This is an optimization exercise on Yosys and OpenROAD, whose aim is small area, a short achievable clock period and few clock cycles per item, not a production implementation.
Function was checked by simulation only, so behaviour that the tests miss may differ from the original.
Power is estimated from default activity; no workload was simulated.

== build 76 ==
// lath_ecc
module lath_ecc (
    input  wire         clk,
    input  wire         rst,           
    input  wire         in_valid,
    output wire         in_ready,
    input  wire [383:0] in_line,
    output reg          out_valid,
    input  wire         out_ready,
    output reg  [255:0] out_data,      
    output wire [7:0]   out_poison,    
    output wire [3:0]   out_corr,      
    output wire [3:0]   out_ue,        
    output wire [3:0]   out_prd,       
    output reg  [2:0]   out_die,       
    output wire         out_retire,    
    output wire         out_dual,      
    output reg          out_ue_alarm,  
    input  wire [15:0]  limit,         
    input  wire         win_clear,
    input  wire         cnt_clear,
    output wire         busy,
    output wire         erasure,
    output wire [2:0]   retired,
    output wire [23:0]  consec,        
    output reg  [95:0]  win_count,     
    output reg  [95:0]  corr_count,    
    output reg  [15:0]  ue_count,
    output reg  [15:0]  prd_count,
    output reg  [3:0]   ue_run
);
For scale: ~4100 cells after synthesis, ~530 flip-flops, ~0.041 sq mm of cells after synthesis.
Settings: LEC_CHECK=0, CAP_MARGIN=20, CORE_MARGIN=2, CORE_UTILIZATION=60, CTS_CLUSTER_DIAMETER=80, CTS_CLUSTER_SIZE=25, SLEW_MARGIN=20; clock period 26.0 ns.
standard.sh (not shown) runs the stock make flow with config.mk's settings and CLKGATE_MAP_FILE= SYNTH_SCRIPT=/design/flow/synth_recipe.tcl, a recipe that flattens the netlist after the stock synthesis.
==> flow/flow/run.sh <==
#!/bin/bash
# The standard layout (the standard.sh: ORFS synthesis to final) with two
# changes in how it is made:
#  - the port buffers are sky130_fd_sc_hd__buf_1 instead of the cell
#    buffer_ports picks by default (every port still gets its own buffer);
#  - ORFS's timing repair (after CTS and after global routing) aims for
#    15 ns of setup slack at the design's 26 ns clock, instead of 0.
# The SDC (clock, I/O delays, loads) is the standard flow's, unchanged.
set -euo pipefail
bash standard.sh \
    "BUFFER_PORTS_ARGS=-buffer_cell sky130_fd_sc_hd__buf_1" \
    "SETUP_SLACK_MARGIN=15" \
    finish > standard_flow.log 2>&1
Testbench counts of build 76, summed over its fixed seeds: cycles 24,008, items 24,000.
The inputs of build 95 differ from those of build 76 as listed below.
Settings: a change of CORE_UTILIZATION from 60 to 52; a change of CTS_CLUSTER_DIAMETER from 80 to 70.
==> flow/flow/run.sh <==
#!/bin/bash
# The standard layout (the standard.sh: ORFS synthesis to final) with
# three changes in how it is made:
#  - ORFS's synthesis maps the logic with the area-oriented ABC script in
#    flow/abc_area_map.script (a copy of ORFS's scripts folder is used, with
#    only abc_speed.script replaced); everything else in the synthesis, and
#    so every register, is as in the standard synthesis;
#  - the port buffers are sky130_fd_sc_hd__buf_1 instead of the cell
#    buffer_ports picks by default (every port still gets its own buffer);
#  - ORFS's timing repair (after CTS and after global routing) aims for
#    15 ns of setup slack at the design's 26 ns clock, instead of 0.
# The SDC (clock, I/O delays, loads) is the standard flow's, unchanged.
set -euo pipefail
here=$(pwd)
rm -rf "$here/orfs_scripts"
cp -r "$FLOW_HOME/scripts" "$here/orfs_scripts"
cp "$here/flow/abc_area_map.script" "$here/orfs_scripts/abc_speed.script"
bash standard.sh \
    "SCRIPTS_DIR=$here/orfs_scripts" \
    "BUFFER_PORTS_ARGS=-buffer_cell sky130_fd_sc_hd__buf_1" \
    "SETUP_SLACK_MARGIN=15" \
    finish > standard_flow.log 2>&1
==> flow/flow/abc_area_map.script (new file) <==
strash
&get -n
&fraig -x
&put
scorr
dc2
strash
balance
rewrite
refactor
balance
rewrite -z
rewrite -z
balance
refactor -z
rewrite -z
balance
dc2
strash
&get -n
&dch -f
&nf -R 1000
&put
--- outcome ---
- Wire: build 95 routes less than build 76
- When the final numbers for build 95 and build 76 were put side by side, the number of placement rows turned out to be greater in build 95.
- Sequential fraction of total cell area, build 95 and build 76: smaller value in build 76
- [compare] base=build 76 new=build 95: synthesized cell count shows a reduction of 379; global-route usage moved down.
- Going from build 76 to build 95, placer congestion estimate shrank by a little under 10%.
- Post-synth net total of build 95 falls short of that of build 76 by a little under 10%.
- In the metrics for build 95 and build 76, the one carrying the higher clock power is build 95.
- Delta (build 95 minus build 76): post-placement setup slack fell 650 ps, ratio of routed vias to standard cells has decreased, sequential power share down 1.5 points.

separate check: timing with driven ports:
The flow's constraints put no driver on any port. The routed layouts listed below were extracted and timed again, unchanged, in two steps. Step 1 assumes that a clkbuf_16 drives the clock port and a buf_2 every other input. Step 2 also shifts input and output timing later by t, the mid clock arrival at the registers, as if the neighbouring blocks saw the same clock. Slacks: ideal / step 1 / step 2; pairs: ideal / step 1.
| run | t, ns | setup WS [ns] | hold slack, ns | worst setup path after step 2 | worst register clock-pin slew, ns |
|---|---|---|---|---|---|
| build 76 | 0.651 | 15.047 / 15.023 / 14.768 | 0.481 / 0.481 / 0.481 | input to register | 0.11 / 0.11 |
| build 95 | 0.677 | 14.962 / 14.890 / 15.001 | 0.484 / 0.484 / 0.484 | input to register | 0.10 / 0.10 |
After both steps setup and hold are still met in every run listed. For build 76, which loses most, drivers alone change the setup slack by -0.024 ns; drivers and shift together by -0.279 ns.
